Context: an optimization exercise on an open-source flow, tuned for a short achievable clock period and few clock cycles per item. The choices shown serve that exercise and are no tape-out recipe. Function was not checked in any run shown here: the RTL went through the layout flow alone.

==> flow/design.v (outline; a module is shown in full before it is edited, if it fits) <==
// module patina_lane: 794 lines
module patina_lane (
    input  wire               clk,
    input  wire               rst,
    input  wire        [17:0] clamp_c,
    input  wire               lin_bypass,
    input  wire signed [31:0] k1,
    input  wire signed [31:0] k2,
    input  wire signed [31:0] k3,
    input  wire               patina_en,
    input  wire signed [11:0] dp,
    input  wire         [2:0] es,
    input  wire         [2:0] eq,
    input  wire        [15:0] out_offset,
    input  wire               in_valid,
    output wire               in_ready,
    input  wire        [13:0] in_code,
    input  wire        [31:0] in_entry,
    output wire               out_valid,
    input  wire               out_ready,
    output wire        [15:0] out_pix,
    output wire               out_hi,
    output wire               out_lo,
    output wire               out_defect
);
  // ...
==> flow/flow/run.sh <==
#!/bin/bash
# Layout flow: the standard ORFS flow (standard.sh), with the port
# buffers made plain sky130_fd_sc_hd__buf_4 cells. Every input and output
# port still gets its buffer; only the cell type differs from buffer_ports'
# own choice (a clkdlybuf4s50_1 delay cell).
set -euo pipefail
export BUFFER_PORTS_ARGS="-buffer_cell sky130_fd_sc_hd__buf_4"
bash standard.sh > standard_flow.log 2>&1
==> flow/standard.sh <==
#!/bin/bash
# synth_recipe.tcl (not shown) runs the flow's synth.tcl, then flattens the netlist and writes it again
# the make line also repeats each setting of config.mk as NAME=value (left out here)
make -C /OpenROAD-flow-scripts/flow DESIGN_CONFIG=/design/flow/config.mk WORK_HOME=/design/flow/orfs CLKGATE_MAP_FILE= SYNTH_SCRIPT=/design/flow/synth_recipe.tcl "${@:-finish}"
==> flow/config.mk <==
export PLATFORM = sky130hd
export DESIGN_NAME = patina_lane
export DESIGN_NICKNAME = patina_lane
export VERILOG_FILES = /design/flow/design.v
export SDC_FILE = /design/flow/constraint.sdc
export NUM_CORES = 4
export LEC_CHECK = 0
export CAP_MARGIN = 20
export CORE_MARGIN = 2
export CORE_UTILIZATION = 40
export SLEW_MARGIN = 65
==> flow/constraint.sdc <==
create_clock -name core_clock -period 20.0 [get_ports {clk}]
set_input_delay 4.0000 -clock core_clock [delete_from_list [all_inputs] [get_ports {clk}]]
set_output_delay 4.0000 -clock core_clock [all_outputs]
set_load 0.01 [all_outputs]
==> reports/results.tsv, run 1 <==
metric	value	unit
Final WS setup	14460	ps
post_cts resized	0	
final setup vio count	0	
worst-skew pair later-pin latency	960	ps
Clock Root Buffer	clkbuf_16	
Site Rows	251	
Final #Nets	21800	
Top FF cell, synth	dfxtp_1	
Fin Setup TNS	0	ps
mux cell area share after synthesis	2.14	%
synth top area cells	fa_1 (36%), dfxtp_1 (25%), inv_1 (7.2%)	
leading area contributor after synthesis	fa_1	
flop2flop setup slack	14670	ps
Synth Area in Adders	43.1	%
status	no timing/DRC/antenna violations	
achievable clock frequency	0.181	GHz
Critical Path RT	16000	ps
largest family of logic cells by synthesized area	adder cells	
fin cells	23600	
commonest non-fill, non-tap cell in the layout	inv_1	
first-pass iteration count of the detailed router	6	
Simple-Gate Fraction of Synth Area	11.1	%
final hold vios	0	
fin crit period	5540	ps
Chip Width	690	µm
met3 WL	25.8	mm
H-tree Lvls	5	
Max FO, Critical Path	1	
diode count	12	
Crit-path slowest cell	dfxtp_1	
clk cell area share	4.97	%
Fillers	43300	
buffering overhead	1.86	%
sequential cells	2640	
GPL Wtd Cong	0.879	
most frequent cell after synthesis	inv_1	
syn nets	21700	
routed wl met2	210	mm
Pins Over Slew Limit	0	
r2r worst-path depth	17	
met1 wire length	202	mm
met2 usage	32.0	%
==> run 2: changes to the inputs <==
==> flow/design.v (replaced) <==
module patina_lane (
    input  wire               clk,
    input  wire               rst,
    input  wire        [17:0] clamp_c,
    input  wire               lin_bypass,
    input  wire signed [31:0] k1,
    input  wire signed [31:0] k2,
    input  wire signed [31:0] k3,
    input  wire               patina_en,
    input  wire signed [11:0] dp,
    input  wire         [2:0] es,
    input  wire         [2:0] eq,
    input  wire        [15:0] out_offset,
    input  wire               in_valid,
    output wire               in_ready,
    input  wire        [13:0] in_code,
    input  wire        [31:0] in_entry,
    output wire               out_valid,
    input  wire               out_ready,
    output wire        [15:0] out_pix,
    output wire               out_hi,
    output wire               out_lo,
    output wire               out_defect
);
    localparam QD = 16;
    reg          in_rdy_r;
    reg   [QD:0] cred;
    reg          ov;                
    wire         take    = in_valid && in_rdy_r;
    wire         deliver = ov && out_ready;
    always @(posedge clk) begin
        if (rst) begin
            cred     <= 0;
            in_rdy_r <= 1'b1;
        end else begin
            if (take && !deliver)
                cred <= {cred[QD-1:0], 1'b1};
            else if (deliver && !take)
                cred <= {1'b0, cred[QD:1]};
            in_rdy_r <= !cred[QD-1];
        end
    end
    assign in_ready = in_rdy_r;
    reg               c_byp;
    reg signed [31:0] c_k1, c_k2, c_k3;
    reg               c_pen;
    reg signed [11:0] c_dp;
    reg         [2:0] c_es, c_eq;
    reg        [15:0] c_off;
    always @(posedge clk) begin
        c_byp   <= lin_bypass;
        c_k1    <= k1;
        c_k2    <= k2;
        c_k3    <= k3;
        c_pen   <= patina_en;
        c_dp    <= dp;
        c_es    <= es;
        c_eq    <= eq;
        c_off   <= out_offset;
    end
    reg        v1;
    reg [31:0] ent_1;
    reg  [9:0] xl_1, xh0_1, xh1_1;
    reg        xb_1;
    reg        hi_1, lo_1;
    wire [10:0] xlw  = {1'b0, in_code[5:0], 4'b0000} - {1'b0, clamp_c[9:0]};
    wire  [9:0] xh0w = {2'b00, in_code[13:6]} - {2'b00, clamp_c[17:10]};
    wire  [9:0] xh1w = {2'b00, in_code[13:6]} + {2'b11, ~clamp_c[17:10]};
    always @(posedge clk) begin
        v1    <= !rst && take;
        ent_1 <= in_entry;
        xl_1  <= xlw[9:0];
        xb_1  <= xlw[10];
        xh0_1 <= xh0w;
        xh1_1 <= xh1w;
        hi_1  <= (in_code == 14'h3FFF);
        lo_1  <= (in_code == 14'h0000);
    end
    reg [35:0] sq_r_117;
    reg [35:0] sq_r_118;
    reg [35:0] sq_r_119;
    reg [35:0] sq_r_120;
    reg [35:0] sq_r_121;
    reg [54:0] ka_r_122;
    reg [54:0] ka_r_123;
    reg [54:0] ka_r_124;
    reg [54:0] ka_r_125;
    reg [54:0] ka_r_126;
    reg signed [19:0] x_2;
    reg [0:0] hi_2;
    reg [0:0] lo_2;
    reg [31:0] ent_2;
    reg signed [16:0] sdp_2;
    reg signed [20:0] r3_2;
    reg [54:0] kr_141;
    reg [54:0] kr_142;
    reg [54:0] kr_143;
    reg signed [19:0] x_3;
    reg [0:0] hi_3;
    reg [0:0] lo_3;
    reg [31:0] ent_3;
    reg signed [14:0] sr_3;
    reg [17:0] w_3;
    reg [54:0] mm_r_199;
    reg [54:0] mm_r_200;
    reg [54:0] mm_r_201;
    reg [54:0] mm_r_202;
    reg signed [19:0] x_4;
    reg [0:0] hi_4;
    reg [0:0] lo_4;
    reg signed [15:0] ds_4;
    reg signed [22:0] db_4;
    reg signed [2:0] q_4;
    reg [13:0] g_4;
    reg signed [19:0] x_5;
    reg [0:0] hi_5;
    reg [0:0] lo_5;
    reg signed [15:0] ds_5;
    reg signed [2:0] q_5;
    reg [13:0] g_5;
    reg signed [36:0] m_5;
    reg [56:0] xm_r_265;
    reg [56:0] xm_r_266;
    reg [56:0] xm_r_267;
    reg signed [19:0] x_6;
    reg [0:0] hi_6;
    reg [0:0] lo_6;
    reg signed [15:0] ds_6;
    reg signed [2:0] q_6;
    reg [13:0] g_6;
    reg signed [22:0] dl_6;
    reg signed [22:0] dh_6;
    reg [0:0] hi_7;
    reg [0:0] lo_7;
    reg signed [2:0] q_7;
    reg [13:0] g_7;
    reg signed [22:0] d_7;
    reg signed [21:0] y_7;
    reg [45:0] dd_r_339;
    reg [45:0] dd_r_340;
    reg [45:0] dd_r_341;
    reg [45:0] dd_r_342;
    reg [0:0] hi_8;
    reg [0:0] lo_8;
    reg signed [2:0] q_8;
    reg [13:0] g_8;
    reg signed [22:0] d_8;
    reg signed [20:0] r_8;
    reg [0:0] hi_9;
    reg [0:0] lo_9;
    reg signed [2:0] q_9;
    reg [13:0] g_9;
    reg signed [22:0] d_9;
    reg signed [20:0] r_9;
    reg [51:0] dds_9;
    reg [0:0] ee_ci_362;
    reg [31:0] ee_r_363;
    reg [31:0] ee_r_364;
    reg [0:0] hi_10;
    reg [0:0] lo_10;
    reg [13:0] g_10;
    reg signed [20:0] r_10;
    reg [45:0] eg_r_393;
    reg [45:0] eg_r_394;
    reg [45:0] eg_r_395;
    reg [45:0] eg_r_396;
    reg [45:0] eg_r_397;
    reg [45:0] eg_r_398;
    reg [45:0] eg_r_399;
    reg [45:0] eg_r_400;
    reg [45:0] eg_r_401;
    reg [45:0] eg_r_402;
    reg [45:0] eg_r_403;
    reg [0:0] hi_11;
    reg [0:0] lo_11;
    reg signed [20:0] r_11;
    reg [0:0] z_11;
    reg [0:0] eg_ci_425;
    reg [30:0] eg_r_426;
    reg [30:0] eg_r_427;
    reg [0:0] hi_12;
    reg [0:0] lo_12;
    reg signed [20:0] r_12;
    reg [0:0] z_12;
    reg v2;
    reg v3;
    reg v4;
    reg v5;
    reg v6;
    reg v7;
    reg v8;
    reg v9;
    reg v10;
    reg v11;
    reg v12;
    wire signed [19:0] x1w = {xb_1 ? xh1_1 : xh0_1, xl_1};
    wire [4:0] slw = ent_1[7:3];
    wire [16:0] sd_a_1 = {{5{c_dp[11]}}, c_dp};
    wire [16:0] sd_p_2 = ({17{slw[0]}} & (sd_a_1 << 0));
    wire [16:0] sd_p_3 = ({17{slw[1]}} & (sd_a_1 << 1));
    wire [16:0] sd_p_4 = ({17{slw[2]}} & (sd_a_1 << 2));
    wire [16:0] sd_p_5 = ({17{slw[3]}} & (sd_a_1 << 3));
    wire [16:0] sd_p_6 = ~({17{slw[4]}} & (sd_a_1 << 4));
    wire [16:0] sd_t_7 = sd_p_2 + sd_p_3 + sd_p_4 + sd_p_5 + sd_p_6 + 17'd1;
    wire [35:0] sq_a_8 = {{16{x1w[19]}}, x1w};
    wire [35:0] sq_p_9 = ({36{x1w[0]}} & (sq_a_8 << 0));
    wire [35:0] sq_p_10 = ({36{x1w[1]}} & (sq_a_8 << 1));
    wire [35:0] sq_p_11 = ({36{x1w[2]}} & (sq_a_8 << 2));
    wire [35:0] sq_p_12 = ({36{x1w[3]}} & (sq_a_8 << 3));
    wire [35:0] sq_p_13 = ({36{x1w[4]}} & (sq_a_8 << 4));
    wire [35:0] sq_p_14 = ({36{x1w[5]}} & (sq_a_8 << 5));
    wire [35:0] sq_p_15 = ({36{x1w[6]}} & (sq_a_8 << 6));
    wire [35:0] sq_p_16 = ({36{x1w[7]}} & (sq_a_8 << 7));
    wire [35:0] sq_p_17 = ({36{x1w[8]}} & (sq_a_8 << 8));
    wire [35:0] sq_p_18 = ({36{x1w[9]}} & (sq_a_8 << 9));
    wire [35:0] sq_p_19 = ({36{x1w[10]}} & (sq_a_8 << 10));
    wire [35:0] sq_p_20 = ({36{x1w[11]}} & (sq_a_8 << 11));
    wire [35:0] sq_p_21 = ({36{x1w[12]}} & (sq_a_8 << 12));
    wire [35:0] sq_p_22 = ({36{x1w[13]}} & (sq_a_8 << 13));
    wire [35:0] sq_p_23 = ({36{x1w[14]}} & (sq_a_8 << 14));
    wire [35:0] sq_p_24 = ({36{x1w[15]}} & (sq_a_8 << 15));
    wire [35:0] sq_p_25 = ({36{x1w[16]}} & (sq_a_8 << 16));
    wire [35:0] sq_p_26 = ({36{x1w[17]}} & (sq_a_8 << 17));
    wire [35:0] sq_p_27 = ({36{x1w[18]}} & (sq_a_8 << 18));
    wire [35:0] sq_p_28 = ~({36{x1w[19]}} & (sq_a_8 << 19));
    wire [54:0] ka_a_29 = {{23{c_k2[31]}}, c_k2};
    wire [54:0] ka_p_30 = ({55{x1w[0]}} & (ka_a_29 << 0));
    wire [54:0] ka_p_31 = ({55{x1w[1]}} & (ka_a_29 << 1));
    wire [54:0] ka_p_32 = ({55{x1w[2]}} & (ka_a_29 << 2));
    wire [54:0] ka_p_33 = ({55{x1w[3]}} & (ka_a_29 << 3));
    wire [54:0] ka_p_34 = ({55{x1w[4]}} & (ka_a_29 << 4));
    wire [54:0] ka_p_35 = ({55{x1w[5]}} & (ka_a_29 << 5));
    wire [54:0] ka_p_36 = ({55{x1w[6]}} & (ka_a_29 << 6));
    wire [54:0] ka_p_37 = ({55{x1w[7]}} & (ka_a_29 << 7));
    wire [54:0] ka_p_38 = ({55{x1w[8]}} & (ka_a_29 << 8));
    wire [54:0] ka_p_39 = ({55{x1w[9]}} & (ka_a_29 << 9));
    wire [54:0] ka_p_40 = ({55{x1w[10]}} & (ka_a_29 << 10));
    wire [54:0] ka_p_41 = ({55{x1w[11]}} & (ka_a_29 << 11));
    wire [54:0] ka_p_42 = ({55{x1w[12]}} & (ka_a_29 << 12));
    wire [54:0] ka_p_43 = ({55{x1w[13]}} & (ka_a_29 << 13));
    wire [54:0] ka_p_44 = ({55{x1w[14]}} & (ka_a_29 << 14));
    wire [54:0] ka_p_45 = ({55{x1w[15]}} & (ka_a_29 << 15));
    wire [54:0] ka_p_46 = ({55{x1w[16]}} & (ka_a_29 << 16));
    wire [54:0] ka_p_47 = ({55{x1w[17]}} & (ka_a_29 << 17));
    wire [54:0] ka_p_48 = ({55{x1w[18]}} & (ka_a_29 << 18));
    wire [54:0] ka_p_49 = ~({55{x1w[19]}} & (ka_a_29 << 19));
    wire [54:0] ka_v_50 = {{23{c_k1[31]}}, c_k1};
    wire [35:0] sq_s_51 = sq_p_9 ^ sq_p_10 ^ sq_p_11;
    wire [35:0] sq_c_52 = ((sq_p_9 & sq_p_10) | (sq_p_9 & sq_p_11) | (sq_p_10 & sq_p_11)) << 1;
    wire [35:0] sq_s_53 = sq_p_12 ^ sq_p_13 ^ sq_p_14;
    wire [35:0] sq_c_54 = ((sq_p_12 & sq_p_13) | (sq_p_12 & sq_p_14) | (sq_p_13 & sq_p_14)) << 1;
    wire [35:0] sq_s_55 = sq_p_15 ^ sq_p_16 ^ sq_p_17;
    wire [35:0] sq_c_56 = ((sq_p_15 & sq_p_16) | (sq_p_15 & sq_p_17) | (sq_p_16 & sq_p_17)) << 1;
    wire [35:0] sq_s_57 = sq_p_18 ^ sq_p_19 ^ sq_p_20;
    wire [35:0] sq_c_58 = ((sq_p_18 & sq_p_19) | (sq_p_18 & sq_p_20) | (sq_p_19 & sq_p_20)) << 1;
    wire [35:0] sq_s_59 = sq_p_21 ^ sq_p_22 ^ sq_p_23;
    wire [35:0] sq_c_60 = ((sq_p_21 & sq_p_22) | (sq_p_21 & sq_p_23) | (sq_p_22 & sq_p_23)) << 1;
    wire [35:0] sq_s_61 = sq_p_24 ^ sq_p_25 ^ sq_p_26;
    wire [35:0] sq_c_62 = ((sq_p_24 & sq_p_25) | (sq_p_24 & sq_p_26) | (sq_p_25 & sq_p_26)) << 1;
    wire [35:0] sq_s_63 = sq_p_27 ^ sq_p_28 ^ 36'd131073;
    wire [35:0] sq_c_64 = ((sq_p_27 & sq_p_28) | (sq_p_27 & 36'd131073) | (sq_p_28 & 36'd131073)) << 1;
    wire [35:0] sq_s_65 = sq_s_51 ^ sq_c_52 ^ sq_s_53;
    wire [35:0] sq_c_66 = ((sq_s_51 & sq_c_52) | (sq_s_51 & sq_s_53) | (sq_c_52 & sq_s_53)) << 1;
    wire [35:0] sq_s_67 = sq_c_54 ^ sq_s_55 ^ sq_c_56;
    wire [35:0] sq_c_68 = ((sq_c_54 & sq_s_55) | (sq_c_54 & sq_c_56) | (sq_s_55 & sq_c_56)) << 1;
    wire [35:0] sq_s_69 = sq_s_57 ^ sq_c_58 ^ sq_s_59;
    wire [35:0] sq_c_70 = ((sq_s_57 & sq_c_58) | (sq_s_57 & sq_s_59) | (sq_c_58 & sq_s_59)) << 1;
    wire [35:0] sq_s_71 = sq_c_60 ^ sq_s_61 ^ sq_c_62;
    wire [35:0] sq_c_72 = ((sq_c_60 & sq_s_61) | (sq_c_60 & sq_c_62) | (sq_s_61 & sq_c_62)) << 1;
    wire [35:0] sq_s_73 = sq_s_65 ^ sq_c_66 ^ sq_s_67;
    wire [35:0] sq_c_74 = ((sq_s_65 & sq_c_66) | (sq_s_65 & sq_s_67) | (sq_c_66 & sq_s_67)) << 1;
    wire [35:0] sq_s_75 = sq_c_68 ^ sq_s_69 ^ sq_c_70;
    wire [35:0] sq_c_76 = ((sq_c_68 & sq_s_69) | (sq_c_68 & sq_c_70) | (sq_s_69 & sq_c_70)) << 1;
    wire [35:0] sq_s_77 = sq_s_71 ^ sq_c_72 ^ sq_s_63;
    wire [35:0] sq_c_78 = ((sq_s_71 & sq_c_72) | (sq_s_71 & sq_s_63) | (sq_c_72 & sq_s_63)) << 1;
    wire [35:0] sq_s_79 = sq_s_73 ^ sq_c_74 ^ sq_s_75;
    wire [35:0] sq_c_80 = ((sq_s_73 & sq_c_74) | (sq_s_73 & sq_s_75) | (sq_c_74 & sq_s_75)) << 1;
    wire [35:0] sq_s_81 = sq_c_76 ^ sq_s_77 ^ sq_c_78;
    wire [35:0] sq_c_82 = ((sq_c_76 & sq_s_77) | (sq_c_76 & sq_c_78) | (sq_s_77 & sq_c_78)) << 1;
    wire [54:0] ka_s_83 = ka_p_30 ^ ka_p_31 ^ ka_p_32;
    wire [54:0] ka_c_84 = ((ka_p_30 & ka_p_31) | (ka_p_30 & ka_p_32) | (ka_p_31 & ka_p_32)) << 1;
    wire [54:0] ka_s_85 = ka_p_33 ^ ka_p_34 ^ ka_p_35;
    wire [54:0] ka_c_86 = ((ka_p_33 & ka_p_34) | (ka_p_33 & ka_p_35) | (ka_p_34 & ka_p_35)) << 1;
    wire [54:0] ka_s_87 = ka_p_36 ^ ka_p_37 ^ ka_p_38;
    wire [54:0] ka_c_88 = ((ka_p_36 & ka_p_37) | (ka_p_36 & ka_p_38) | (ka_p_37 & ka_p_38)) << 1;
    wire [54:0] ka_s_89 = ka_p_39 ^ ka_p_40 ^ ka_p_41;
    wire [54:0] ka_c_90 = ((ka_p_39 & ka_p_40) | (ka_p_39 & ka_p_41) | (ka_p_40 & ka_p_41)) << 1;
    wire [54:0] ka_s_91 = ka_p_42 ^ ka_p_43 ^ ka_p_44;
    wire [54:0] ka_c_92 = ((ka_p_42 & ka_p_43) | (ka_p_42 & ka_p_44) | (ka_p_43 & ka_p_44)) << 1;
    wire [54:0] ka_s_93 = ka_p_45 ^ ka_p_46 ^ ka_p_47;
    wire [54:0] ka_c_94 = ((ka_p_45 & ka_p_46) | (ka_p_45 & ka_p_47) | (ka_p_46 & ka_p_47)) << 1;
    wire [54:0] ka_s_95 = ka_p_48 ^ ka_p_49 ^ (ka_v_50 << 18);
    wire [54:0] ka_c_96 = ((ka_p_48 & ka_p_49) | (ka_p_48 & (ka_v_50 << 18)) | (ka_p_49 & (ka_v_50 << 18))) << 1;
    wire [54:0] ka_s_97 = ka_s_83 ^ ka_c_84 ^ ka_s_85;
    wire [54:0] ka_c_98 = ((ka_s_83 & ka_c_84) | (ka_s_83 & ka_s_85) | (ka_c_84 & ka_s_85)) << 1;
    wire [54:0] ka_s_99 = ka_c_86 ^ ka_s_87 ^ ka_c_88;
    wire [54:0] ka_c_100 = ((ka_c_86 & ka_s_87) | (ka_c_86 & ka_c_88) | (ka_s_87 & ka_c_88)) << 1;
    wire [54:0] ka_s_101 = ka_s_89 ^ ka_c_90 ^ ka_s_91;
    wire [54:0] ka_c_102 = ((ka_s_89 & ka_c_90) | (ka_s_89 & ka_s_91) | (ka_c_90 & ka_s_91)) << 1;
    wire [54:0] ka_s_103 = ka_c_92 ^ ka_s_93 ^ ka_c_94;
    wire [54:0] ka_c_104 = ((ka_c_92 & ka_s_93) | (ka_c_92 & ka_c_94) | (ka_s_93 & ka_c_94)) << 1;
    wire [54:0] ka_s_105 = ka_s_95 ^ ka_c_96 ^ 55'd140737488486401;
    wire [54:0] ka_c_106 = ((ka_s_95 & ka_c_96) | (ka_s_95 & 55'd140737488486401) | (ka_c_96 & 55'd140737488486401)) << 1;
    wire [54:0] ka_s_107 = ka_s_97 ^ ka_c_98 ^ ka_s_99;
    wire [54:0] ka_c_108 = ((ka_s_97 & ka_c_98) | (ka_s_97 & ka_s_99) | (ka_c_98 & ka_s_99)) << 1;
    wire [54:0] ka_s_109 = ka_c_100 ^ ka_s_101 ^ ka_c_102;
    wire [54:0] ka_c_110 = ((ka_c_100 & ka_s_101) | (ka_c_100 & ka_c_102) | (ka_s_101 & ka_c_102)) << 1;
    wire [54:0] ka_s_111 = ka_s_103 ^ ka_c_104 ^ ka_s_105;
    wire [54:0] ka_c_112 = ((ka_s_103 & ka_c_104) | (ka_s_103 & ka_s_105) | (ka_c_104 & ka_s_105)) << 1;
    wire [54:0] ka_s_113 = ka_s_107 ^ ka_c_108 ^ ka_s_109;
    wire [54:0] ka_c_114 = ((ka_s_107 & ka_c_108) | (ka_s_107 & ka_s_109) | (ka_c_108 & ka_s_109)) << 1;
    wire [54:0] ka_s_115 = ka_c_110 ^ ka_s_111 ^ ka_c_112;
    wire [54:0] ka_c_116 = ((ka_c_110 & ka_s_111) | (ka_c_110 & ka_c_112) | (ka_s_111 & ka_c_112)) << 1;
    wire signed [20:0] r3w = ($signed({x1w[19], x1w}) + 21'sd2) >>> 2;
    wire [35:0] sq_s_127 = sq_r_117 ^ sq_r_118 ^ sq_r_119;
    wire [35:0] sq_c_128 = ((sq_r_117 & sq_r_118) | (sq_r_117 & sq_r_119) | (sq_r_118 & sq_r_119)) << 1;
    wire [35:0] sq_s_129 = sq_s_127 ^ sq_c_128 ^ sq_r_120;
    wire [35:0] sq_c_130 = ((sq_s_127 & sq_c_128) | (sq_s_127 & sq_r_120) | (sq_c_128 & sq_r_120)) << 1;
    wire [35:0] sq_s_131 = sq_s_129 ^ sq_c_130 ^ sq_r_121;
    wire [35:0] sq_c_132 = ((sq_s_129 & sq_c_130) | (sq_s_129 & sq_r_121) | (sq_c_130 & sq_r_121)) << 1;
    wire [35:0] sq_t_133 = sq_s_131 + sq_c_132;
    wire [17:0] ww = sq_t_133[35:18];
    wire [54:0] ka_s_134 = ka_r_122 ^ ka_r_123 ^ ka_r_124;
    wire [54:0] ka_c_135 = ((ka_r_122 & ka_r_123) | (ka_r_122 & ka_r_124) | (ka_r_123 & ka_r_124)) << 1;
    wire [54:0] ka_s_136 = ka_s_134 ^ ka_c_135 ^ ka_r_125;
    wire [54:0] ka_c_137 = ((ka_s_134 & ka_c_135) | (ka_s_134 & ka_r_125) | (ka_c_135 & ka_r_125)) << 1;
    wire [54:0] ka_s_138 = ka_s_136 ^ ka_c_137 ^ ka_r_126;
    wire [54:0] ka_c_139 = ((ka_s_136 & ka_c_137) | (ka_s_136 & ka_r_126) | (ka_c_137 & ka_r_126)) << 1;
    wire [18:0] ka_lo_140 = {1'b0, ka_s_138[17:0]} + {1'b0, ka_c_139[17:0]};
    wire signed [23:0] sdp_e = sdp_2 <<< c_es;
    wire signed [23:0] sdp_r = (sdp_e + 24'sd512) >>> 10;
    wire [54:0] mm_a_144 = {{23{c_k3[31]}}, c_k3};
    wire [54:0] mm_p_145 = ({55{w_3[0]}} & (mm_a_144 << 0));
    wire [54:0] mm_p_146 = ({55{w_3[1]}} & (mm_a_144 << 1));
    wire [54:0] mm_p_147 = ({55{w_3[2]}} & (mm_a_144 << 2));
    wire [54:0] mm_p_148 = ({55{w_3[3]}} & (mm_a_144 << 3));
    wire [54:0] mm_p_149 = ({55{w_3[4]}} & (mm_a_144 << 4));
    wire [54:0] mm_p_150 = ({55{w_3[5]}} & (mm_a_144 << 5));
    wire [54:0] mm_p_151 = ({55{w_3[6]}} & (mm_a_144 << 6));
    wire [54:0] mm_p_152 = ({55{w_3[7]}} & (mm_a_144 << 7));
    wire [54:0] mm_p_153 = ({55{w_3[8]}} & (mm_a_144 << 8));
    wire [54:0] mm_p_154 = ({55{w_3[9]}} & (mm_a_144 << 9));
    wire [54:0] mm_p_155 = ({55{w_3[10]}} & (mm_a_144 << 10));
    wire [54:0] mm_p_156 = ({55{w_3[11]}} & (mm_a_144 << 11));
    wire [54:0] mm_p_157 = ({55{w_3[12]}} & (mm_a_144 << 12));
    wire [54:0] mm_p_158 = ({55{w_3[13]}} & (mm_a_144 << 13));
    wire [54:0] mm_p_159 = ({55{w_3[14]}} & (mm_a_144 << 14));
    wire [54:0] mm_p_160 = ({55{w_3[15]}} & (mm_a_144 << 15));
    wire [54:0] mm_p_161 = ({55{w_3[16]}} & (mm_a_144 << 16));
    wire [54:0] mm_p_162 = ({55{w_3[17]}} & (mm_a_144 << 17));
    wire [54:0] mm_s_163 = mm_p_145 ^ mm_p_146 ^ mm_p_147;
    wire [54:0] mm_c_164 = ((mm_p_145 & mm_p_146) | (mm_p_145 & mm_p_147) | (mm_p_146 & mm_p_147)) << 1;
    wire [54:0] mm_s_165 = mm_p_148 ^ mm_p_149 ^ mm_p_150;
    wire [54:0] mm_c_166 = ((mm_p_148 & mm_p_149) | (mm_p_148 & mm_p_150) | (mm_p_149 & mm_p_150)) << 1;
    wire [54:0] mm_s_167 = mm_p_151 ^ mm_p_152 ^ mm_p_153;
    wire [54:0] mm_c_168 = ((mm_p_151 & mm_p_152) | (mm_p_151 & mm_p_153) | (mm_p_152 & mm_p_153)) << 1;
    wire [54:0] mm_s_169 = mm_p_154 ^ mm_p_155 ^ mm_p_156;
    wire [54:0] mm_c_170 = ((mm_p_154 & mm_p_155) | (mm_p_154 & mm_p_156) | (mm_p_155 & mm_p_156)) << 1;
    wire [54:0] mm_s_171 = mm_p_157 ^ mm_p_158 ^ mm_p_159;
    wire [54:0] mm_c_172 = ((mm_p_157 & mm_p_158) | (mm_p_157 & mm_p_159) | (mm_p_158 & mm_p_159)) << 1;
    wire [54:0] mm_s_173 = mm_p_160 ^ mm_p_161 ^ mm_p_162;
    wire [54:0] mm_c_174 = ((mm_p_160 & mm_p_161) | (mm_p_160 & mm_p_162) | (mm_p_161 & mm_p_162)) << 1;
    wire [54:0] mm_s_175 = kr_141 ^ kr_142 ^ kr_143;
    wire [54:0] mm_c_176 = ((kr_141 & kr_142) | (kr_141 & kr_143) | (kr_142 & kr_143)) << 1;
    wire [54:0] mm_s_177 = mm_s_163 ^ mm_c_164 ^ mm_s_165;
    wire [54:0] mm_c_178 = ((mm_s_163 & mm_c_164) | (mm_s_163 & mm_s_165) | (mm_c_164 & mm_s_165)) << 1;
    wire [54:0] mm_s_179 = mm_c_166 ^ mm_s_167 ^ mm_c_168;
    wire [54:0] mm_c_180 = ((mm_c_166 & mm_s_167) | (mm_c_166 & mm_c_168) | (mm_s_167 & mm_c_168)) << 1;
    wire [54:0] mm_s_181 = mm_s_169 ^ mm_c_170 ^ mm_s_171;
    wire [54:0] mm_c_182 = ((mm_s_169 & mm_c_170) | (mm_s_169 & mm_s_171) | (mm_c_170 & mm_s_171)) << 1;
    wire [54:0] mm_s_183 = mm_c_172 ^ mm_s_173 ^ mm_c_174;
    wire [54:0] mm_c_184 = ((mm_c_172 & mm_s_173) | (mm_c_172 & mm_c_174) | (mm_s_173 & mm_c_174)) << 1;
    wire [54:0] mm_s_185 = mm_s_175 ^ mm_c_176 ^ 55'd131072;
    wire [54:0] mm_c_186 = ((mm_s_175 & mm_c_176) | (mm_s_175 & 55'd131072) | (mm_c_176 & 55'd131072)) << 1;
    wire [54:0] mm_s_187 = mm_s_177 ^ mm_c_178 ^ mm_s_179;
    wire [54:0] mm_c_188 = ((mm_s_177 & mm_c_178) | (mm_s_177 & mm_s_179) | (mm_c_178 & mm_s_179)) << 1;
    wire [54:0] mm_s_189 = mm_c_180 ^ mm_s_181 ^ mm_c_182;
    wire [54:0] mm_c_190 = ((mm_c_180 & mm_s_181) | (mm_c_180 & mm_c_182) | (mm_s_181 & mm_c_182)) << 1;
    wire [54:0] mm_s_191 = mm_s_183 ^ mm_c_184 ^ mm_s_185;
    wire [54:0] mm_c_192 = ((mm_s_183 & mm_c_184) | (mm_s_183 & mm_s_185) | (mm_c_184 & mm_s_185)) << 1;
    wire [54:0] mm_s_193 = mm_s_187 ^ mm_c_188 ^ mm_s_189;
    wire [54:0] mm_c_194 = ((mm_s_187 & mm_c_188) | (mm_s_187 & mm_s_189) | (mm_c_188 & mm_s_189)) << 1;
    wire [54:0] mm_s_195 = mm_c_190 ^ mm_s_191 ^ mm_c_192;
    wire [54:0] mm_c_196 = ((mm_c_190 & mm_s_191) | (mm_c_190 & mm_c_192) | (mm_s_191 & mm_c_192)) << 1;
    wire [54:0] mm_s_197 = mm_s_193 ^ mm_c_194 ^ mm_s_195;
    wire [54:0] mm_c_198 = ((mm_s_193 & mm_c_194) | (mm_s_193 & mm_s_195) | (mm_c_194 & mm_s_195)) << 1;
    wire signed [15:0] ndsw = -(($signed(ent_3[17:8]) <<< 2) + sr_3);
    wire signed [22:0] dbw = x_3 - ($signed(ent_3[17:8]) <<< 2) - sr_3;
    wire [54:0] mm_s_203 = mm_r_199 ^ mm_r_200 ^ mm_r_201;
    wire [54:0] mm_c_204 = ((mm_r_199 & mm_r_200) | (mm_r_199 & mm_r_201) | (mm_r_200 & mm_r_201)) << 1;
    wire [54:0] mm_s_205 = mm_s_203 ^ mm_c_204 ^ mm_r_202;
    wire [54:0] mm_c_206 = ((mm_s_203 & mm_c_204) | (mm_s_203 & mm_r_202) | (mm_c_204 & mm_r_202)) << 1;
    wire [54:0] mm_t_207 = mm_s_205 + mm_c_206;
    wire [56:0] xm_a_208 = {{20{m_5[36]}}, m_5};
    wire [56:0] xm_p_209 = ({57{x_5[0]}} & (xm_a_208 << 0));
    wire [56:0] xm_p_210 = ({57{x_5[1]}} & (xm_a_208 << 1));
    wire [56:0] xm_p_211 = ({57{x_5[2]}} & (xm_a_208 << 2));
    wire [56:0] xm_p_212 = ({57{x_5[3]}} & (xm_a_208 << 3));
    wire [56:0] xm_p_213 = ({57{x_5[4]}} & (xm_a_208 << 4));
    wire [56:0] xm_p_214 = ({57{x_5[5]}} & (xm_a_208 << 5));
    wire [56:0] xm_p_215 = ({57{x_5[6]}} & (xm_a_208 << 6));
    wire [56:0] xm_p_216 = ({57{x_5[7]}} & (xm_a_208 << 7));
    wire [56:0] xm_p_217 = ({57{x_5[8]}} & (xm_a_208 << 8));
    wire [56:0] xm_p_218 = ({57{x_5[9]}} & (xm_a_208 << 9));
    wire [56:0] xm_p_219 = ({57{x_5[10]}} & (xm_a_208 << 10));
    wire [56:0] xm_p_220 = ({57{x_5[11]}} & (xm_a_208 << 11));
    wire [56:0] xm_p_221 = ({57{x_5[12]}} & (xm_a_208 << 12));
    wire [56:0] xm_p_222 = ({57{x_5[13]}} & (xm_a_208 << 13));
    wire [56:0] xm_p_223 = ({57{x_5[14]}} & (xm_a_208 << 14));
    wire [56:0] xm_p_224 = ({57{x_5[15]}} & (xm_a_208 << 15));
    wire [56:0] xm_p_225 = ({57{x_5[16]}} & (xm_a_208 << 16));
    wire [56:0] xm_p_226 = ({57{x_5[17]}} & (xm_a_208 << 17));
    wire [56:0] xm_p_227 = ({57{x_5[18]}} & (xm_a_208 << 18));
    wire [56:0] xm_p_228 = ~({57{x_5[19]}} & (xm_a_208 << 19));
    wire [56:0] xm_s_229 = xm_p_209 ^ xm_p_210 ^ xm_p_211;
    wire [56:0] xm_c_230 = ((xm_p_209 & xm_p_210) | (xm_p_209 & xm_p_211) | (xm_p_210 & xm_p_211)) << 1;
    wire [56:0] xm_s_231 = xm_p_212 ^ xm_p_213 ^ xm_p_214;
    wire [56:0] xm_c_232 = ((xm_p_212 & xm_p_213) | (xm_p_212 & xm_p_214) | (xm_p_213 & xm_p_214)) << 1;
    wire [56:0] xm_s_233 = xm_p_215 ^ xm_p_216 ^ xm_p_217;
    wire [56:0] xm_c_234 = ((xm_p_215 & xm_p_216) | (xm_p_215 & xm_p_217) | (xm_p_216 & xm_p_217)) << 1;
    wire [56:0] xm_s_235 = xm_p_218 ^ xm_p_219 ^ xm_p_220;
    wire [56:0] xm_c_236 = ((xm_p_218 & xm_p_219) | (xm_p_218 & xm_p_220) | (xm_p_219 & xm_p_220)) << 1;
    wire [56:0] xm_s_237 = xm_p_221 ^ xm_p_222 ^ xm_p_223;
    wire [56:0] xm_c_238 = ((xm_p_221 & xm_p_222) | (xm_p_221 & xm_p_223) | (xm_p_222 & xm_p_223)) << 1;
    wire [56:0] xm_s_239 = xm_p_224 ^ xm_p_225 ^ xm_p_226;
    wire [56:0] xm_c_240 = ((xm_p_224 & xm_p_225) | (xm_p_224 & xm_p_226) | (xm_p_225 & xm_p_226)) << 1;
    wire [56:0] xm_s_241 = xm_p_227 ^ xm_p_228 ^ 57'd268435457;
    wire [56:0] xm_c_242 = ((xm_p_227 & xm_p_228) | (xm_p_227 & 57'd268435457) | (xm_p_228 & 57'd268435457)) << 1;
    wire [56:0] xm_s_243 = xm_s_229 ^ xm_c_230 ^ xm_s_231;
    wire [56:0] xm_c_244 = ((xm_s_229 & xm_c_230) | (xm_s_229 & xm_s_231) | (xm_c_230 & xm_s_231)) << 1;
    wire [56:0] xm_s_245 = xm_c_232 ^ xm_s_233 ^ xm_c_234;
    wire [56:0] xm_c_246 = ((xm_c_232 & xm_s_233) | (xm_c_232 & xm_c_234) | (xm_s_233 & xm_c_234)) << 1;
    wire [56:0] xm_s_247 = xm_s_235 ^ xm_c_236 ^ xm_s_237;
    wire [56:0] xm_c_248 = ((xm_s_235 & xm_c_236) | (xm_s_235 & xm_s_237) | (xm_c_236 & xm_s_237)) << 1;
    wire [56:0] xm_s_249 = xm_c_238 ^ xm_s_239 ^ xm_c_240;
    wire [56:0] xm_c_250 = ((xm_c_238 & xm_s_239) | (xm_c_238 & xm_c_240) | (xm_s_239 & xm_c_240)) << 1;
    wire [56:0] xm_s_251 = xm_s_243 ^ xm_c_244 ^ xm_s_245;
    wire [56:0] xm_c_252 = ((xm_s_243 & xm_c_244) | (xm_s_243 & xm_s_245) | (xm_c_244 & xm_s_245)) << 1;
    wire [56:0] xm_s_253 = xm_c_246 ^ xm_s_247 ^ xm_c_248;
    wire [56:0] xm_c_254 = ((xm_c_246 & xm_s_247) | (xm_c_246 & xm_c_248) | (xm_s_247 & xm_c_248)) << 1;
    wire [56:0] xm_s_255 = xm_s_249 ^ xm_c_250 ^ xm_s_241;
    wire [56:0] xm_c_256 = ((xm_s_249 & xm_c_250) | (xm_s_249 & xm_s_241) | (xm_c_250 & xm_s_241)) << 1;
    wire [56:0] xm_s_257 = xm_s_251 ^ xm_c_252 ^ xm_s_253;
    wire [56:0] xm_c_258 = ((xm_s_251 & xm_c_252) | (xm_s_251 & xm_s_253) | (xm_c_252 & xm_s_253)) << 1;
    wire [56:0] xm_s_259 = xm_c_254 ^ xm_s_255 ^ xm_c_256;
    wire [56:0] xm_c_260 = ((xm_c_254 & xm_s_255) | (xm_c_254 & xm_c_256) | (xm_s_255 & xm_c_256)) << 1;
    wire [56:0] xm_s_261 = xm_s_257 ^ xm_c_258 ^ xm_s_259;
    wire [56:0] xm_c_262 = ((xm_s_257 & xm_c_258) | (xm_s_257 & xm_s_259) | (xm_c_258 & xm_s_259)) << 1;
    wire [56:0] xm_s_263 = xm_s_261 ^ xm_c_262 ^ xm_c_260;
    wire [56:0] xm_c_264 = ((xm_s_261 & xm_c_262) | (xm_s_261 & xm_c_260) | (xm_c_262 & xm_c_260)) << 1;
    wire signed [22:0] dlw = -23'sd2097152 + ds_5;
    wire signed [22:0] dhw = 23'sd2097151 + ds_5;
    wire [56:0] xm_s_268 = xm_r_265 ^ xm_r_266 ^ xm_r_267;
    wire [56:0] xm_c_269 = ((xm_r_265 & xm_r_266) | (xm_r_265 & xm_r_267) | (xm_r_266 & xm_r_267)) << 1;
    wire [56:0] xd_v_270 = {{41{ds_6[15]}}, ds_6};
    wire [56:0] xd_s_271 = xm_s_268 ^ xm_c_269 ^ (xd_v_270 << 29);
    wire [56:0] xd_c_272 = ((xm_s_268 & xm_c_269) | (xm_s_268 & (xd_v_270 << 29)) | (xm_c_269 & (xd_v_270 << 29))) << 1;
    wire [56:0] xm_t_273 = xm_s_268 + xm_c_269;
    wire [56:0] xd_t_274 = xd_s_271 + xd_c_272;
    wire signed [27:0] pw = xm_t_273[56:29];
    wire p_lo = (pw < -28'sd2097152);
    wire p_hi = (pw > 28'sd2097151);
    reg signed [22:0] dw;
    reg signed [21:0] yw;
    always @(*) begin
        if (c_byp) begin dw = db_4; yw = x_4; end
        else if (p_lo) begin dw = dl_6; yw = -22'sd2097152; end
        else if (p_hi) begin dw = dh_6; yw = 22'sd2097151; end
        else begin dw = xd_t_274[51:29]; yw = pw[21:0]; end
    end
    wire [45:0] dd_a_275 = {{23{d_7[22]}}, d_7};
    wire [45:0] dd_p_276 = ({46{d_7[0]}} & (dd_a_275 << 0));
    wire [45:0] dd_p_277 = ({46{d_7[1]}} & (dd_a_275 << 1));
    wire [45:0] dd_p_278 = ({46{d_7[2]}} & (dd_a_275 << 2));
    wire [45:0] dd_p_279 = ({46{d_7[3]}} & (dd_a_275 << 3));
    wire [45:0] dd_p_280 = ({46{d_7[4]}} & (dd_a_275 << 4));
    wire [45:0] dd_p_281 = ({46{d_7[5]}} & (dd_a_275 << 5));
    wire [45:0] dd_p_282 = ({46{d_7[6]}} & (dd_a_275 << 6));
    wire [45:0] dd_p_283 = ({46{d_7[7]}} & (dd_a_275 << 7));
    wire [45:0] dd_p_284 = ({46{d_7[8]}} & (dd_a_275 << 8));
    wire [45:0] dd_p_285 = ({46{d_7[9]}} & (dd_a_275 << 9));
    wire [45:0] dd_p_286 = ({46{d_7[10]}} & (dd_a_275 << 10));
    wire [45:0] dd_p_287 = ({46{d_7[11]}} & (dd_a_275 << 11));
    wire [45:0] dd_p_288 = ({46{d_7[12]}} & (dd_a_275 << 12));
    wire [45:0] dd_p_289 = ({46{d_7[13]}} & (dd_a_275 << 13));
    wire [45:0] dd_p_290 = ({46{d_7[14]}} & (dd_a_275 << 14));
    wire [45:0] dd_p_291 = ({46{d_7[15]}} & (dd_a_275 << 15));
    wire [45:0] dd_p_292 = ({46{d_7[16]}} & (dd_a_275 << 16));
    wire [45:0] dd_p_293 = ({46{d_7[17]}} & (dd_a_275 << 17));
    wire [45:0] dd_p_294 = ({46{d_7[18]}} & (dd_a_275 << 18));
    wire [45:0] dd_p_295 = ({46{d_7[19]}} & (dd_a_275 << 19));
    wire [45:0] dd_p_296 = ({46{d_7[20]}} & (dd_a_275 << 20));
    wire [45:0] dd_p_297 = ({46{d_7[21]}} & (dd_a_275 << 21));
    wire [45:0] dd_p_298 = ~({46{d_7[22]}} & (dd_a_275 << 22));
    wire signed [20:0] rw = ($signed({y_7[21], y_7}) + 23'sd2) >>> 2;
    wire [45:0] dd_s_299 = dd_p_276 ^ dd_p_277 ^ dd_p_278;
    wire [45:0] dd_c_300 = ((dd_p_276 & dd_p_277) | (dd_p_276 & dd_p_278) | (dd_p_277 & dd_p_278)) << 1;
    wire [45:0] dd_s_301 = dd_p_279 ^ dd_p_280 ^ dd_p_281;
    wire [45:0] dd_c_302 = ((dd_p_279 & dd_p_280) | (dd_p_279 & dd_p_281) | (dd_p_280 & dd_p_281)) << 1;
    wire [45:0] dd_s_303 = dd_p_282 ^ dd_p_283 ^ dd_p_284;
    wire [45:0] dd_c_304 = ((dd_p_282 & dd_p_283) | (dd_p_282 & dd_p_284) | (dd_p_283 & dd_p_284)) << 1;
    wire [45:0] dd_s_305 = dd_p_285 ^ dd_p_286 ^ dd_p_287;
    wire [45:0] dd_c_306 = ((dd_p_285 & dd_p_286) | (dd_p_285 & dd_p_287) | (dd_p_286 & dd_p_287)) << 1;
    wire [45:0] dd_s_307 = dd_p_288 ^ dd_p_289 ^ dd_p_290;
    wire [45:0] dd_c_308 = ((dd_p_288 & dd_p_289) | (dd_p_288 & dd_p_290) | (dd_p_289 & dd_p_290)) << 1;
    wire [45:0] dd_s_309 = dd_p_291 ^ dd_p_292 ^ dd_p_293;
    wire [45:0] dd_c_310 = ((dd_p_291 & dd_p_292) | (dd_p_291 & dd_p_293) | (dd_p_292 & dd_p_293)) << 1;
    wire [45:0] dd_s_311 = dd_p_294 ^ dd_p_295 ^ dd_p_296;
    wire [45:0] dd_c_312 = ((dd_p_294 & dd_p_295) | (dd_p_294 & dd_p_296) | (dd_p_295 & dd_p_296)) << 1;
    wire [45:0] dd_s_313 = dd_p_297 ^ dd_p_298 ^ 46'd1;
    wire [45:0] dd_c_314 = ((dd_p_297 & dd_p_298) | (dd_p_297 & 46'd1) | (dd_p_298 & 46'd1)) << 1;
    wire [45:0] dd_s_315 = dd_s_299 ^ dd_c_300 ^ dd_s_301;
    wire [45:0] dd_c_316 = ((dd_s_299 & dd_c_300) | (dd_s_299 & dd_s_301) | (dd_c_300 & dd_s_301)) << 1;
    wire [45:0] dd_s_317 = dd_c_302 ^ dd_s_303 ^ dd_c_304;
    wire [45:0] dd_c_318 = ((dd_c_302 & dd_s_303) | (dd_c_302 & dd_c_304) | (dd_s_303 & dd_c_304)) << 1;
    wire [45:0] dd_s_319 = dd_s_305 ^ dd_c_306 ^ dd_s_307;
    wire [45:0] dd_c_320 = ((dd_s_305 & dd_c_306) | (dd_s_305 & dd_s_307) | (dd_c_306 & dd_s_307)) << 1;
    wire [45:0] dd_s_321 = dd_c_308 ^ dd_s_309 ^ dd_c_310;
    wire [45:0] dd_c_322 = ((dd_c_308 & dd_s_309) | (dd_c_308 & dd_c_310) | (dd_s_309 & dd_c_310)) << 1;
    wire [45:0] dd_s_323 = dd_s_311 ^ dd_c_312 ^ dd_s_313;
    wire [45:0] dd_c_324 = ((dd_s_311 & dd_c_312) | (dd_s_311 & dd_s_313) | (dd_c_312 & dd_s_313)) << 1;
    wire [45:0] dd_s_325 = dd_s_315 ^ dd_c_316 ^ dd_s_317;
    wire [45:0] dd_c_326 = ((dd_s_315 & dd_c_316) | (dd_s_315 & dd_s_317) | (dd_c_316 & dd_s_317)) << 1;
    wire [45:0] dd_s_327 = dd_c_318 ^ dd_s_319 ^ dd_c_320;
    wire [45:0] dd_c_328 = ((dd_c_318 & dd_s_319) | (dd_c_318 & dd_c_320) | (dd_s_319 & dd_c_320)) << 1;
    wire [45:0] dd_s_329 = dd_s_321 ^ dd_c_322 ^ dd_s_323;
    wire [45:0] dd_c_330 = ((dd_s_321 & dd_c_322) | (dd_s_321 & dd_s_323) | (dd_c_322 & dd_s_323)) << 1;
    wire [45:0] dd_s_331 = dd_s_325 ^ dd_c_326 ^ dd_s_327;
    wire [45:0] dd_c_332 = ((dd_s_325 & dd_c_326) | (dd_s_325 & dd_s_327) | (dd_c_326 & dd_s_327)) << 1;
    wire [45:0] dd_s_333 = dd_c_328 ^ dd_s_329 ^ dd_c_330;
    wire [45:0] dd_c_334 = ((dd_c_328 & dd_s_329) | (dd_c_328 & dd_c_330) | (dd_s_329 & dd_c_330)) << 1;
    wire [45:0] dd_s_335 = dd_s_331 ^ dd_c_332 ^ dd_s_333;
    wire [45:0] dd_c_336 = ((dd_s_331 & dd_c_332) | (dd_s_331 & dd_s_333) | (dd_c_332 & dd_s_333)) << 1;
    wire [45:0] dd_s_337 = dd_c_334 ^ dd_c_324 ^ dd_c_314;
    wire [45:0] dd_c_338 = ((dd_c_334 & dd_c_324) | (dd_c_334 & dd_c_314) | (dd_c_324 & dd_c_314)) << 1;
    wire [45:0] dd_s_343 = dd_r_339 ^ dd_r_340 ^ dd_r_341;
    wire [45:0] dd_c_344 = ((dd_r_339 & dd_r_340) | (dd_r_339 & dd_r_341) | (dd_r_340 & dd_r_341)) << 1;
    wire [45:0] dd_s_345 = dd_s_343 ^ dd_c_344 ^ dd_r_342;
    wire [45:0] dd_c_346 = ((dd_s_343 & dd_c_344) | (dd_s_343 & dd_r_342) | (dd_c_344 & dd_r_342)) << 1;
    wire [45:0] dd_t_347 = dd_s_345 + dd_c_346;
    wire [51:0] ddsw = {7'd0, dd_t_347[44:0]} << c_eq;
    wire [57:0] ee_a_348 = {6'd0, dds_9};
    wire [57:0] ee_p_349 = ({58{q_9[0]}} & (ee_a_348 << 0));
    wire [57:0] ee_p_350 = ({58{q_9[1]}} & (ee_a_348 << 1));
    wire [57:0] ee_p_351 = ~({58{q_9[2]}} & (ee_a_348 << 2));
    wire [57:0] ee_v_352 = {{35{d_9[22]}}, d_9};
    wire [57:0] ee_s_353 = ee_p_349 ^ ee_p_350 ^ ee_p_351;
    wire [57:0] ee_c_354 = ((ee_p_349 & ee_p_350) | (ee_p_349 & ee_p_351) | (ee_p_350 & ee_p_351)) << 1;
    wire [57:0] ee_s_355 = ee_s_353 ^ ee_c_354 ^ (ee_v_352 << 26);
    wire [57:0] ee_c_356 = ((ee_s_353 & ee_c_354) | (ee_s_353 & (ee_v_352 << 26)) | (ee_c_354 & (ee_v_352 << 26))) << 1;
    wire [57:0] ee_s_357 = ee_s_355 ^ ee_c_356 ^ 58'd33554433;
    wire [57:0] ee_c_358 = ((ee_s_355 & ee_c_356) | (ee_s_355 & 58'd33554433) | (ee_c_356 & 58'd33554433)) << 1;
    wire [26:0] ee_lo_359 = {1'b0, ee_s_357[25:0]} + {1'b0, ee_c_358[25:0]};
    wire [31:0] ee_h_360 = ee_s_357[57:26];
    wire [31:0] ee_h_361 = ee_c_358[57:26];
    wire [32:0] ee_u_365 = {ee_r_363, 1'b1} + {ee_r_364, ee_ci_362};
    wire [31:0] ee_t_366 = ee_u_365[32:1];
    wire signed [31:0] ew = ee_t_366;
    wire [45:0] eg_a_367 = {{16{ew[29]}}, ew};
    wire [45:0] eg_p_368 = ({46{g_10[0]}} & (eg_a_367 << 0));
    wire [45:0] eg_p_369 = ({46{g_10[1]}} & (eg_a_367 << 1));
    wire [45:0] eg_p_370 = ({46{g_10[2]}} & (eg_a_367 << 2));
    wire [45:0] eg_p_371 = ({46{g_10[3]}} & (eg_a_367 << 3));
    wire [45:0] eg_p_372 = ({46{g_10[4]}} & (eg_a_367 << 4));
    wire [45:0] eg_p_373 = ({46{g_10[5]}} & (eg_a_367 << 5));
    wire [45:0] eg_p_374 = ({46{g_10[6]}} & (eg_a_367 << 6));
    wire [45:0] eg_p_375 = ({46{g_10[7]}} & (eg_a_367 << 7));
    wire [45:0] eg_p_376 = ({46{g_10[8]}} & (eg_a_367 << 8));
    wire [45:0] eg_p_377 = ({46{g_10[9]}} & (eg_a_367 << 9));
    wire [45:0] eg_p_378 = ({46{g_10[10]}} & (eg_a_367 << 10));
    wire [45:0] eg_p_379 = ({46{g_10[11]}} & (eg_a_367 << 11));
    wire [45:0] eg_p_380 = ({46{g_10[12]}} & (eg_a_367 << 12));
    wire [45:0] eg_p_381 = ({46{g_10[13]}} & (eg_a_367 << 13));
    wire [45:0] eg_v_382 = {30'd0, c_off};
    wire [45:0] eg_s_383 = eg_p_368 ^ eg_p_369 ^ eg_p_370;
    wire [45:0] eg_c_384 = ((eg_p_368 & eg_p_369) | (eg_p_368 & eg_p_370) | (eg_p_369 & eg_p_370)) << 1;
    wire [45:0] eg_s_385 = eg_p_371 ^ eg_p_372 ^ eg_p_373;
    wire [45:0] eg_c_386 = ((eg_p_371 & eg_p_372) | (eg_p_371 & eg_p_373) | (eg_p_372 & eg_p_373)) << 1;
    wire [45:0] eg_s_387 = eg_p_374 ^ eg_p_375 ^ eg_p_376;
    wire [45:0] eg_c_388 = ((eg_p_374 & eg_p_375) | (eg_p_374 & eg_p_376) | (eg_p_375 & eg_p_376)) << 1;
    wire [45:0] eg_s_389 = eg_p_377 ^ eg_p_378 ^ eg_p_379;
    wire [45:0] eg_c_390 = ((eg_p_377 & eg_p_378) | (eg_p_377 & eg_p_379) | (eg_p_378 & eg_p_379)) << 1;
    wire [45:0] eg_s_391 = eg_p_380 ^ eg_p_381 ^ (eg_v_382 << 15);
    wire [45:0] eg_c_392 = ((eg_p_380 & eg_p_381) | (eg_p_380 & (eg_v_382 << 15)) | (eg_p_381 & (eg_v_382 << 15))) << 1;
    wire [45:0] eg_s_404 = eg_r_393 ^ eg_r_394 ^ eg_r_395;
    wire [45:0] eg_c_405 = ((eg_r_393 & eg_r_394) | (eg_r_393 & eg_r_395) | (eg_r_394 & eg_r_395)) << 1;
    wire [45:0] eg_s_406 = eg_r_396 ^ eg_r_397 ^ eg_r_398;
    wire [45:0] eg_c_407 = ((eg_r_396 & eg_r_397) | (eg_r_396 & eg_r_398) | (eg_r_397 & eg_r_398)) << 1;
    wire [45:0] eg_s_408 = eg_r_399 ^ eg_r_400 ^ eg_r_401;
    wire [45:0] eg_c_409 = ((eg_r_399 & eg_r_400) | (eg_r_399 & eg_r_401) | (eg_r_400 & eg_r_401)) << 1;
    wire [45:0] eg_s_410 = eg_s_404 ^ eg_c_405 ^ eg_s_406;
    wire [45:0] eg_c_411 = ((eg_s_404 & eg_c_405) | (eg_s_404 & eg_s_406) | (eg_c_405 & eg_s_406)) << 1;
    wire [45:0] eg_s_412 = eg_c_407 ^ eg_s_408 ^ eg_c_409;
    wire [45:0] eg_c_413 = ((eg_c_407 & eg_s_408) | (eg_c_407 & eg_c_409) | (eg_s_408 & eg_c_409)) << 1;
    wire [45:0] eg_s_414 = eg_s_410 ^ eg_c_411 ^ eg_s_412;
    wire [45:0] eg_c_415 = ((eg_s_410 & eg_c_411) | (eg_s_410 & eg_s_412) | (eg_c_411 & eg_s_412)) << 1;
    wire [45:0] eg_s_416 = eg_c_413 ^ eg_r_402 ^ eg_r_403;
    wire [45:0] eg_c_417 = ((eg_c_413 & eg_r_402) | (eg_c_413 & eg_r_403) | (eg_r_402 & eg_r_403)) << 1;
    wire [45:0] eg_s_418 = eg_s_414 ^ eg_c_415 ^ eg_s_416;
    wire [45:0] eg_c_419 = ((eg_s_414 & eg_c_415) | (eg_s_414 & eg_s_416) | (eg_c_415 & eg_s_416)) << 1;
    wire [45:0] eg_s_420 = eg_s_418 ^ eg_c_419 ^ eg_c_417;
    wire [45:0] eg_c_421 = ((eg_s_418 & eg_c_419) | (eg_s_418 & eg_c_417) | (eg_c_419 & eg_c_417)) << 1;
    wire [15:0] eg_lo_422 = {1'b0, eg_s_420[14:0]} + {1'b0, eg_c_421[14:0]};
    wire [30:0] eg_h_423 = eg_s_420[45:15];
    wire [30:0] eg_h_424 = eg_c_421[45:15];
    wire [31:0] eg_u_428 = {eg_r_426, 1'b1} + {eg_r_427, eg_ci_425};
    wire [30:0] eg_t_429 = eg_u_428[31:1];
    wire signed [30:0] o = eg_t_429;
    wire signed [20:0] r = r_12;
    wire hi = hi_12, lo = lo_12, z = z_12;
    wire vl = v12;
    always @(posedge clk) begin
        sq_r_117 <= sq_s_79;
        sq_r_118 <= sq_c_80;
        sq_r_119 <= sq_s_81;
        sq_r_120 <= sq_c_82;
        sq_r_121 <= sq_c_64;
        ka_r_122 <= ka_s_113;
        ka_r_123 <= ka_c_114;
        ka_r_124 <= ka_s_115;
        ka_r_125 <= ka_c_116;
        ka_r_126 <= ka_c_106;
        x_2 <= x1w;
        hi_2 <= hi_1;
        lo_2 <= lo_1;
        ent_2 <= ent_1;
        sdp_2 <= sd_t_7;
        r3_2 <= r3w;
        kr_141 <= {ka_s_138[54:18], 18'd0};
        kr_142 <= {ka_c_139[54:18], 18'd0};
        kr_143 <= {36'd0, ka_lo_140[18], 18'd0};
        x_3 <= x_2;
        hi_3 <= hi_2;
        lo_3 <= lo_2;
        ent_3 <= ent_2;
        sr_3 <= sdp_r[14:0];
        w_3 <= ww;
        mm_r_199 <= mm_s_197;
        mm_r_200 <= mm_c_198;
        mm_r_201 <= mm_c_196;
        mm_r_202 <= mm_c_186;
        x_4 <= x_3;
        hi_4 <= hi_3;
        lo_4 <= lo_3;
        ds_4 <= ndsw;
        db_4 <= dbw;
        q_4 <= ent_3[2:0];
        g_4 <= ent_3[31:18];
        x_5 <= x_4;
        hi_5 <= hi_4;
        lo_5 <= lo_4;
        ds_5 <= ds_4;
        q_5 <= q_4;
        g_5 <= g_4;
        m_5 <= mm_t_207[54:18];
        xm_r_265 <= xm_s_263;
        xm_r_266 <= xm_c_264;
        xm_r_267 <= xm_c_242;
        x_6 <= x_5;
        hi_6 <= hi_5;
        lo_6 <= lo_5;
        ds_6 <= ds_5;
        q_6 <= q_5;
        g_6 <= g_5;
        dl_6 <= dlw;
        dh_6 <= dhw;
        hi_7 <= c_byp ? hi_4 : hi_6;
        lo_7 <= c_byp ? lo_4 : lo_6;
        q_7 <= c_byp ? q_4 : q_6;
        g_7 <= c_byp ? g_4 : g_6;
        d_7 <= dw;
        y_7 <= yw;
        dd_r_339 <= dd_s_335;
        dd_r_340 <= dd_c_336;
        dd_r_341 <= dd_s_337;
        dd_r_342 <= dd_c_338;
        hi_8 <= hi_7;
        lo_8 <= lo_7;
        q_8 <= q_7;
        g_8 <= g_7;
        d_8 <= d_7;
        r_8 <= rw;
        hi_9 <= hi_8;
        lo_9 <= lo_8;
        q_9 <= q_8;
        g_9 <= g_8;
        d_9 <= d_8;
        r_9 <= r_8;
        dds_9 <= ddsw;
        ee_ci_362 <= ee_lo_359[26];
        ee_r_363 <= ee_h_360;
        ee_r_364 <= ee_h_361;
        hi_10 <= hi_9;
        lo_10 <= lo_9;
        g_10 <= g_9;
        r_10 <= r_9;
        eg_r_393 <= eg_s_383;
        eg_r_394 <= eg_c_384;
        eg_r_395 <= eg_s_385;
        eg_r_396 <= eg_c_386;
        eg_r_397 <= eg_s_387;
        eg_r_398 <= eg_c_388;
        eg_r_399 <= eg_s_389;
        eg_r_400 <= eg_c_390;
        eg_r_401 <= eg_s_391;
        eg_r_402 <= eg_c_392;
        eg_r_403 <= 46'd16384;
        hi_11 <= hi_10;
        lo_11 <= lo_10;
        r_11 <= r_10;
        z_11 <= (g_10 == 14'd0);
        eg_ci_425 <= eg_lo_422[15];
        eg_r_426 <= eg_h_423;
        eg_r_427 <= eg_h_424;
        hi_12 <= c_pen ? hi_11 : c_byp ? hi_2 : hi_8;
        lo_12 <= c_pen ? lo_11 : c_byp ? lo_2 : lo_8;
        r_12 <= c_pen ? r_11 : c_byp ? r3_2 : r_8;
        z_12 <= z_11;
        v2 <= !rst && v1;
        v3 <= !rst && v2 && !(c_byp && !c_pen);
        v4 <= !rst && v3;
        v5 <= !rst && v4 && !c_byp;
        v6 <= !rst && v5;
        v7 <= !rst && (c_byp ? v4 : v6);
        v8 <= !rst && v7;
        v9 <= !rst && v8 && c_pen;
        v10 <= !rst && v9;
        v11 <= !rst && v10;
        v12 <= !rst && (c_pen ? v11 : c_byp ? v2 : v8);
    end
    reg [15:0] val;
    always @(*) begin
        if (c_pen) begin
            if (z)
                val = 16'd0;
            else if (o < 0)
                val = 16'd0;
            else if (o > 31'sd65535)
                val = 16'hFFFF;
            else
                val = o[15:0];
        end else begin
            if (r < 0)
                val = 16'd0;
            else if (r > 21'sd65535)
                val = 16'hFFFF;
            else
                val = r[15:0];
        end
        if (hi)
            val = 16'hFFFF;
        else if (lo)
            val = 16'd0;
    end
    wire [18:0] res = {c_pen && z && !hi && !lo, lo, hi, val};
    reg [18:0] q [0:QD-1];
    reg [4:0] wr, rd;
    reg [18:0] oreg;
    wire       qempty = (wr == rd);
    wire       load   = (!ov || out_ready) && (!qempty || vl);
    reg  [18:0] ohold;
    wire [18:0] onext = qempty ? res : q[rd[4-1:0]];
    always @(posedge clk) begin
        if (vl)
            q[wr[4-1:0]] <= res;
        if (rst)
            ohold <= 19'd0;
        else if (load)
            ohold <= onext;
        oreg <= load ? onext : ohold;
    end
    always @(posedge clk) begin
        if (rst) begin
            wr <= 0;
            rd <= 0;
            ov <= 1'b0;
        end else begin
            if (vl)
                wr <= wr + 1'b1;
            if (load) begin
                rd <= rd + 1'b1;
                ov <= 1'b1;
            end else if (out_ready) begin
                ov <= 1'b0;
            end
        end
    end
    assign out_valid  = ov;
    assign out_pix    = oreg[15:0];
    assign out_hi     = oreg[16];
    assign out_lo     = oreg[17];
    assign out_defect = oreg[18];
endmodule
==> run 2 against run 1 <==
Still clean. Cell count up 0.61%. Hold slack worse by 9.9 ps. Critical path type is now flop to flop. Critical endpoint is now d_7[14]$_DFF_P_. Largest cell class unchanged. Highest routed layer is now met4.
==> reports/results.tsv, run 2 <==
metric	value	unit	change
Placed Instances	23200		was 23000
leading area contributor after synthesis	fa_1		unchanged
H-tree Lvls	5		unchanged
synth top area cells	fa_1 (36%), dfxtp_1 (25%), inv_1 (7.3%)		was fa_1 (36%), dfxtp_1 (25%), inv_1 (7.2%)
Ports	221		unchanged
first-pass iteration count of the detailed router	8		was 6
post-synthesis instance area	189000	µm²	was 188000 µm²
Top FF cell, synth	dfxtp_1		unchanged
r2r worst-path depth	21		was 17
RSZ-0062 raised after global routing	false		unchanged
final hold vios	0		unchanged
Final WS setup	14280	ps	was 14460 ps
final setup vio count	0		unchanged
via count	113000		was 112000
FF-to-FF Start	xm_r_265[22]$_DFF_P_		was xm_r_263[26]$_DFF_P_
cell count after synthesis	17200		was 17000
Worst-path clk slew	60	ps	about the same
Seq cells post-synth	2643		was 2640
Hold Worst Slack	294	ps	was 304 ps
grt ovf	0		unchanged
syn nets	21800		was 21700
syn_area_per_cell	11.0	µm²	about the same
max_cap viols	0		unchanged
routed wire length	442	mm	was 451 mm
flop2flop setup slack	14280	ps	was 14670 ps
DRC	0		unchanged
Max FO, Critical Path	59		was 1
Fin Setup TNS	0	ps	unchanged
Hold Path Sink	r_9[20]$_DFF_P_		was g_11[10]$_DFF_P_
sequential fraction of the synthesis area	29.6	%	was 29.7%
global-route wire length before repair	709	mm	was 718 mm
WL per Instance	18.6	µm	was 19.1 µm
Async SR Flop Fraction	0	%	unchanged
DP HPWL	340	mm	was 346 mm
Yosys warning count	1		unchanged
Die Span Y	692	µm	was 690 µm
multi-input logic area	118000	µm²	was 117000 µm²
core area	471000	µm²	was 468000 µm²
share of cells above drive strength 1	8.09	%	about the same
CTS Buffer Depth	4		unchanged
I/O Buffers	220		unchanged
hold_buf cts	0		unchanged
Buf+Inv Stages, Crit Path	4		was 1
most frequent cells in the layout	inv_1 (3653), fa_1 (3419), dfxtp_1 (2201)		was inv_1 (3611), fa_1 (3402), dfxtp_1 (2173)
HP Start	r_8[20]$_DFF_P_		was g_10[10]$_DFF_P_
Worst Tran Pin Value	581	ps	was 566 ps
CTS tree	done		unchanged
Critical Path RT	20860	ps	was 16000 ps
TritonCTS buffer count	308		was 302
Max stage delay on crit path	580	ps	was 420 ps
status	no timing/DRC/antenna violations		unchanged
max reg flops	304		unchanged
Setup Crit Path Kind	flop to flop		was flop to output port
vias in the first global route	125000		was 124000
hold path depth	0		unchanged
postcts setup bufs	0		unchanged
slew margin rel.	61.1	%	was 62.2%
initial antenna violation count	22		was 29
Top Family by Delay on Critical Path	compound AO/OA/AOI/OAI gates		was flip-flops
Fillers	43800		was 43300
Pins Over Slew Limit	0		unchanged
Final #Nets	21900		was 21800
achievable clock frequency	0.175	GHz	was 0.181 GHz
top post-synthesis cells by count	inv_1 (3663), fa_1 (3424), dfxtp_1 (2339)		was inv_1 (3614), fa_1 (3408), dfxtp_1 (2336)
Arrival @ worst endpoint	6580	ps	was 1540 ps
Crit. End Element	flop		was output port
commonest non-fill, non-tap cell in the layout	inv_1		unchanged
Setup crit start kind	flop		unchanged
fin crit period	5720	ps	was 5540 ps
post-synth top area share	36.3	%	about the same
clock skew	73.9	ps	was 71.4 ps
antenna viol nets, final	0		unchanged
drt initial violations	5908		was 6506
vias per cell	4.75		was 4.76
GPL Wtd Cong	0.865		was 0.879
Yosys cell types	94		was 87
fin cells	23800		was 23600
clk sinks	2643		was 2640
Global Route Usage Sum	18.9	%	was 19.5%
Site Rows	252		was 251
worst hold-check path type	flop to flop		unchanged
register area	56300	µm²	about the same
crit-path cells	inv_1 > fa_1 > inv_1 > ha_1 > fa_1 > a211oi_1 > nor3_1 > a311oi_1 > a311oi_2 > buf_4 > nor3_1 > o21a_1 > o21ai_1 > o21a_1 > or4_1 > nand3_1 > o31a_2 > buf_6 > mux2i_1 > a211oi_1 > a21o_1		was buf_4
Chip Width	692	µm	was 690 µm
Area growth, synth to finish	11.2	%	was 11.4%
Crit-path slowest cell	fa_1		was dfxtp_1
most frequent cell after synthesis	inv_1		unchanged
Die Area	478000	µm²	was 475000 µm²
post_cts resized	0		unchanged
Post-synth EDFFs	304		unchanged
pre-CTS setup slack	14220	ps	was 13940 ps
Starting Density	40.2	%	about the same
largest net degree at the start of global routing	60		was 75
reg2reg end	d_7[14]$_DFF_P_		was d_8[20]$_DFF_P_
period utilization	28.6	%	was 27.7%
worst-skew pair later-pin latency	960	ps	about the same
Clock Root Buffer	clkbuf_16		unchanged
-- run 2: changes by cell type after synthesis, sizes merged, moves of 24 or more --
cell and delta:
and2 +72, inv +49, clkbuf +58, nor2 -38, o22ai -30, and3 -30, xnor2 +25, nor2b +24
-- run 2: layout make-up --
type,instances,share of cell area (%)
Multi-Input combinational cell,10200,56.0
Sequential cell,2643,26.8
Inverter,3669,6.56
Clock buffer,404,4.16
Tap cell,6223,3.70
Timing Repair Buffer,454,2.01
Clock inverter,158,0.787
Antenna cell,5,0.00595
-- run 2: worst max path at each step --
stage / depth (start not counted) / slack, ps / from / to
6_report: 21 / 14280 / xm_r_265[22]$_DFF_P_ / d_7[14]$_DFF_P_
5_1_grt: 20 / 14010 / xm_r_265[22]$_DFF_P_ / d_7[20]$_DFF_P_
4_1_cts: 20 / 14240 / xm_r_265[22]$_DFF_P_ / d_7[0]$_DFF_P_
3_5_place_dp: 20 / 14220 / xm_r_265[22]$_DFF_P_ / d_7[8]$_DFF_P_
3_3_place_gp: 10 / 14000 / clamp_c[0] / xb_1$_DFF_P_
2_1_floorplan: 8 / 14400 / in_valid / cred[10]$_SDFFE_PP0P_
-- run 2: layer usage --
| metal | vias to the layer above | GRT usage [%] | wire, µm |
|---|---|---|---|
| li1 | 51500 | - | - |
| met2 | 2228 | 33.1 | 218000 |
| met4 | 0 | 4.84 | 12000 |
| met3 | 629 | 2.30 | 18800 |
| met1 | 58500 | 24.8 | 192000 |
| met5 | - | 0 | 0 |
-- run 2: cells by family after synthesis --
kind of cell | after synthesis | share of synthesized area, %
xor gates and xnor gates | 398 | 1.84
adders and majority gates | 4452 | 43.1
buffers and inverters | 4331 | 8.62
and+or+nand+nor | 4040 | 11.2
AOI/OAI and AO/OA | 1024 | 3.49
muxes | 289 | 2.22
DFF | 2643 | 29.6
-- run 2: per-stage QoR --
stage	utilization, %	cell area, µm²
2_1_floorplan	-	189000
3_3_place_gp	42.0	197000
3_5_place_dp	42.3	199000
4_1_cts	44.6	210000
5_1_grt	44.6	210000
6_report	44.6	210000

==> re-timing with driven ports <==
The flow's constraints put no driver on any port. The routed layouts listed below were extracted and timed again, unchanged, in two steps. Step 1 sets driving cells, clkbuf_16 on the clock port and buf_2 on the other inputs (assumed; they add their load-dependent delay and slew). Step 2 times the ports against the registers' clock, not the clock port: input delays grow and output delays shrink by t, the midpoint of the rising clock arrivals with the driver on. Three values: no drivers, after step 1, after step 2; two values: the first two.
run | t (ns) | setup WS [ns]
run 1 | 1.035 | 14.461 / 14.348 / 13.799
run 2 | 1.042 | 14.284 / 14.284 / 14.255
After both steps setup and hold are still met in every run listed.
